This design comes from an exercise in tuning for small area, a short achievable clock period and few clock cycles per item on the open sky130 flow, not from production work. At most, simulation tests tie the RTL to the original design; equivalence was not proved. Power and IR drop assume default switching activity.

## north
// par_engine
module par_engine (
  input  wire        clk,
  input  wire        rst,
  input  wire        cmd_valid,
  output reg         cmd_ready,
  input  wire [1:0]  cmd_mode,     
  input  wire [4:0]  cmd_n,        
  input  wire [4:0]  cmd_a,        
  input  wire [4:0]  cmd_b,        
  input  wire [11:0] cmd_cols,     
  input  wire        in_valid,
  output reg         in_ready,
  input  wire [63:0] in_data,
  output reg         out_valid,
  input  wire        out_ready,
  output reg  [63:0] out_data,
  output reg         out_last
);
Size: ~2800 cells after synthesis, ~420 flip-flops.
==> flow/config.mk <==
export PLATFORM = sky130hd
export DESIGN_NAME = par_engine
export DESIGN_NICKNAME = par_engine
export VERILOG_FILES = /design/flow/design.v
export SDC_FILE = /design/flow/constraint.sdc
export NUM_CORES = 4
export LEC_CHECK = 0
export CAP_MARGIN = 20
export CORE_MARGIN = 2
export CORE_UTILIZATION = 55
export SLEW_MARGIN = 20
==> flow/constraint.sdc <==
create_clock -name core_clock -period 8.0 [get_ports {clk}]
set_input_delay 1.6000 -clock core_clock [delete_from_list [all_inputs] [get_ports {clk}]]
set_output_delay 1.6000 -clock core_clock [all_outputs]
set_load 0.01 [all_outputs]
standard.sh (not shown) runs the stock make flow with config.mk's settings and CLKGATE_MAP_FILE= SYNTH_SCRIPT=/design/flow/synth_recipe.tcl, a recipe that flattens the netlist after the stock synthesis.
==> flow/flow/run.sh <==
#!/bin/bash
# Layout: the standard ORFS flow (standard.sh) with three changes:
#  - synthesis maps with an area-oriented ABC script (flow/abc_map_area.script,
#    used in place of ORFS's abc_speed.script; the rest of synthesis, and so
#    the registers, are unchanged),
#  - setup repair aimed at 5 ns of slack (a 3 ns period),
#  - the smallest buffer cell for the port buffers.
# make's output goes to make.log in this folder; ORFS keeps its per-step logs
# under orfs/logs.
set -euo pipefail
rm -rf scripts_abc
cp -r "$FLOW_HOME/scripts" scripts_abc
cp flow/abc_map_area.script scripts_abc/abc_speed.script
bash standard.sh SCRIPTS_DIR="$PWD/scripts_abc" SETUP_SLACK_MARGIN=5 \
  "BUFFER_PORTS_ARGS=-buffer_cell sky130_fd_sc_hd__buf_1" finish > make.log 2>&1
==> flow/flow/abc_map_area.script <==
strash
dch
map -a
topo
north completed; timing, DRC and antenna clean
Testbench counts of north, summed over its fixed seeds: cycles 121,430, columns 10,233.
What south does differently from north at the input level:
Settings: setting SETUP_SLACK_MARGIN to 5 for the first time.
==> flow/run.sh (new file) <==
#!/bin/bash
# synth_recipe.tcl (not shown) runs the flow's synth.tcl, then flattens the netlist and writes it again
# the make line also repeats each setting of config.mk as NAME=value (left out here)
make -C /OpenROAD-flow-scripts/flow DESIGN_CONFIG=/design/flow/config.mk WORK_HOME=/design/flow/orfs CLKGATE_MAP_FILE= SYNTH_SCRIPT=/design/flow/synth_recipe.tcl finish
removed: flow/flow/run.sh
removed: flow/flow/abc_map_area.script
removed: flow/standard.sh
==> run summary <==
Maximum clock rate, south and north: larger value in north. In the reports for south and north, the smaller area after synthesis belongs to north. north → south: arrival time at the worst endpoint fell by 0.10 ns, detailed-route wire length on metal 1 stayed essentially flat, number of well taps rose by 22. Comparing south and north, worst hold slack is lower on north. Re global-route wire length before repair: south is about 1.9% down on north. Compared with north, south shows a higher internal power.
Inputs modified between south and east:
Settings: CTS_CLUSTER_SIZE now 20, previously not set; CTS_CLUSTER_DIAMETER now 100, previously not set; SETUP_SLACK_MARGIN no longer set, was 5.
==> flow/flow/run.sh (new file) <==
#!/bin/bash
# Layout: the standard ORFS flow (standard.sh) with three changes:
#  - synthesis maps with an area-oriented ABC script (flow/abc_map_area.script,
#    used in place of ORFS's abc_speed.script; the rest of synthesis, and so
#    the registers, are unchanged),
#  - setup repair aimed at 5 ns of slack (a 3 ns period),
#  - the smallest buffer cell for the port buffers.
# make's output goes to make.log in this folder; ORFS keeps its per-step logs
# under orfs/logs.
set -euo pipefail
rm -rf scripts_abc
cp -r "$FLOW_HOME/scripts" scripts_abc
cp flow/abc_map_area.script scripts_abc/abc_speed.script
bash standard.sh SCRIPTS_DIR="$PWD/scripts_abc" SETUP_SLACK_MARGIN=5 \
  "BUFFER_PORTS_ARGS=-buffer_cell sky130_fd_sc_hd__buf_1" finish > make.log 2>&1
==> flow/flow/abc_map_area.script (new file) <==
strash
dch
map -a
topo
==> flow/standard.sh (new file) <==
#!/bin/bash
# synth_recipe.tcl (not shown) runs the flow's synth.tcl, then flattens the netlist and writes it again
# the make line also repeats each setting of config.mk as NAME=value (left out here)
make -C /OpenROAD-flow-scripts/flow DESIGN_CONFIG=/design/flow/config.mk WORK_HOME=/design/flow/orfs CLKGATE_MAP_FILE= SYNTH_SCRIPT=/design/flow/synth_recipe.tcl "${@:-finish}"
removed: flow/run.sh
[summary]
The core of east is less densely filled than that of south.
The estimated wirelength of the detail-placed design number comes out lower for south vs east.
Diff south -> east: number of tap cells inserted shows a reduction of 3.6%; maximum frequency increased by 2.9% relative to the old numbers.
east ends up with lower clock latency reported for the late side of the worst-skew pair than south does.
east ended up with k[1]$_DFFE_PP_ as its critical path startpoint; south ended up with k[0]$_DFFE_PP_.
What west does differently from east at the input level:
Settings: CTS_CLUSTER_SIZE: 20 -> 30.
--- outcome ---
Total sequential power of east is on par with west.
Every run in the comparison, east and west, completed the flow with a clean layout.
Post-route met1 wirelength shrinks slightly when moving from east to west.
west reports a lower worst slew margin relative to its limit than east does.
Re buffer count excluding the clock tree in the final layout: east was lower than west.
Worst hold slack delta (west − east): favourable
The wire length on west is in line with that on east.
As far as mean number of vias per cell is concerned, west and east perform about the same.
The following lists how middle was set up differently from west:
Settings: swapping 30 for 20 in CTS_CLUSTER_SIZE; swapping 55 for 65 in CORE_UTILIZATION.
--- outcome ---
Re synthesized-area fraction occupied by ao, oa, aoi and oai cells: no difference whatsoever between west and middle.
The via count of the first global-routing pass reported for middle is greater than that of west by 762.
Of west and middle, the higher power belongs to middle.

Another version of the RTL of par_engine (not shown whole).
Size: about 2,900 cells after synthesis, ~380 flip-flops, about 170 I/O pins, about 0.027 mm2 of cells after synthesis.
Settings: LEC_CHECK=0, ABC_CLOCK_PERIOD_IN_PS=2500, CAP_MARGIN=20, CORE_MARGIN=2, CORE_UTILIZATION=55, SETUP_SLACK_MARGIN=5, SLEW_MARGIN=20; clock period 8.0 ns.
run.sh (not shown) runs the stock make flow with config.mk's settings and CLKGATE_MAP_FILE= SYNTH_SCRIPT=/design/flow/synth_recipe.tcl, a recipe that flattens the netlist after the stock synthesis.
Stock flow here: none of the scripts above is used.
Edit:
Settings changed: ABC_CLOCK_PERIOD_IN_PS 2500 to 3000, CORE_UTILIZATION 55 to 50, SETUP_SLACK_MARGIN 5 to 4.5.
What happened: Wire length is lower by about 2%; design area falls by about 3.7%; hold slack barely changes; utilization goes down by 8.5 points; sequential share of layout area rises by 1.3 points; register-to-register slack got worse by 0.18 ns; count of clock-buffer cells in the layout goes up by 13.
No functional check of the RTL was part of any run of this note.

branch raven:
par_engine with an RTL version that a note above also has.
Size: about 2800 cells after synthesis, about 420 flip-flops, ~170 I/O pins.
export LEC_CHECK = 0
export CAP_MARGIN = 20
export CORE_MARGIN = 2
export CORE_UTILIZATION = 55
export SLEW_MARGIN = 20
create_clock -name core_clock -period 8.0 [get_ports {clk}]
standard.sh (not shown) runs the stock make flow with config.mk's settings and CLKGATE_MAP_FILE= SYNTH_SCRIPT=/design/flow/synth_recipe.tcl, a recipe that flattens the netlist after the stock synthesis.
==> flow/flow/run.sh <==
#!/bin/bash
# Layout: the standard ORFS flow (standard.sh) with three changes:
#  - synthesis maps with an area-oriented ABC script (flow/abc_map_area.script,
#    used in place of ORFS's abc_speed.script; the rest of synthesis, and so
#    the registers, are unchanged),
#  - setup repair aimed at 4.7 ns of slack (a 3.3 ns period),
#  - the smallest buffer cell for the port buffers.
# make's output goes to make.log in this folder; ORFS keeps its per-step logs
# under orfs/logs.
set -euo pipefail
rm -rf scripts_abc
cp -r "$FLOW_HOME/scripts" scripts_abc
cp flow/abc_map_area.script scripts_abc/abc_speed.script
bash standard.sh SCRIPTS_DIR="$PWD/scripts_abc" SETUP_SLACK_MARGIN=4.7 \
  "BUFFER_PORTS_ARGS=-buffer_cell sky130_fd_sc_hd__buf_1" finish > make.log 2>&1
==> flow/flow/abc_map_area.script <==
strash
dch
map -a
topo
branch raven: no failed stages, no open violations at the end
Testbench counts of branch raven, summed over its fixed seeds: cycles 121,430, columns 10,233.
Edits applied to the flow inputs when going from branch raven to branch lagoon:
Settings: CTS_CLUSTER_DIAMETER newly set to 100; CTS_CLUSTER_SIZE newly set to 20.
--- a/flow/flow/run.sh
+++ b/flow/flow/run.sh
@@ -4,5 +4,5 @@
 #    used in place of ORFS's abc_speed.script; the rest of synthesis, and so
 #    the registers, are unchanged),
-#  - setup repair aimed at 4.7 ns of slack (a 3.3 ns period),
+#  - setup repair aimed at 5.4 ns of slack (a 2.6 ns period),
 #  - the smallest buffer cell for the port buffers.
 # make's output goes to make.log in this folder; ORFS keeps its per-step logs
@@ -12,4 +12,4 @@
 cp -r "$FLOW_HOME/scripts" scripts_abc
 cp flow/abc_map_area.script scripts_abc/abc_speed.script
-bash standard.sh SCRIPTS_DIR="$PWD/scripts_abc" SETUP_SLACK_MARGIN=4.7 \
+bash standard.sh SCRIPTS_DIR="$PWD/scripts_abc" SETUP_SLACK_MARGIN=5.4 \
   "BUFFER_PORTS_ARGS=-buffer_cell sky130_fd_sc_hd__buf_1" finish > make.log 2>&1
- Measured against branch lagoon, the worst ir drop on vdd of branch raven comes out at 1.7 times the reference value.
- Net count reported at finish grows slightly when moving from branch raven to branch lagoon.
- Looking at total clock buffers created by CTS across branch lagoon and branch raven, the one that comes out higher is branch raven.
- The higher actual transition at the worst max-transition pin came out of branch raven.
- For the post-place instance area, branch lagoon came in about 0.8% higher than branch raven did.
- Against branch raven, branch lagoon comes in 6.7% lower on total power divided by cell area.
- branch lagoon has fraction of met3 tracks used by global routing below what branch raven had.
- The met1 track utilization from global routing in branch lagoon sits 2.6 points above the value recorded for branch raven.

[static timing again, ports no longer ideal]
The results above use ideal ports. As a check the final layouts listed here were re-extracted and re-timed, cells and wires unchanged. Step 1, drivers: a clkbuf_16 drives clk and a buf_2 each remaining input, both assumed. Step 2 moves the port delays by t, midway between the first and last clock arrival at a register: inputs arrive t later, outputs are due t later. That takes back most of the time a late clock gives input paths. Slacks: ideal / step 1 / step 2; pairs: ideal / step 1.
run | t, ns | slack for setup (ns) | clock arrival spread, ns | cell pins on the clock port's net
north | 0.641 | 5.110 / 5.110 / 4.621 | 0.016 / 0.016 | 1
south | 0.654 | 5.071 / 5.045 / 4.476 | 0.024 / 0.024 | 1
east | 0.627 | 5.153 / 5.120 / 4.607 | 0.035 / 0.035 | 1
west | 0.620 | 5.156 / 5.106 / 4.634 | 0.032 / 0.032 | 1
middle | 0.621 | 5.107 / 5.138 / 4.517 | 0.032 / 0.032 | 1
the first run of note 2 | 0.637 | 4.748 / 4.748 / 4.311 | 0.024 / 0.024 | 1
the second run of note 2 | 0.641 | 4.564 / 4.564 / 4.129 | 0.022 / 0.021 | 1
branch raven | 0.641 | 4.765 / 4.765 / 4.527 | 0.021 / 0.021 | 1
branch lagoon | 0.639 | 5.187 / 5.129 / 4.878 | 0.040 / 0.041 | 1
After both steps setup and hold are still met in every run listed. For south, which loses most, drivers alone change the setup slack by -0.026 ns; drivers and shift together by -0.595 ns.
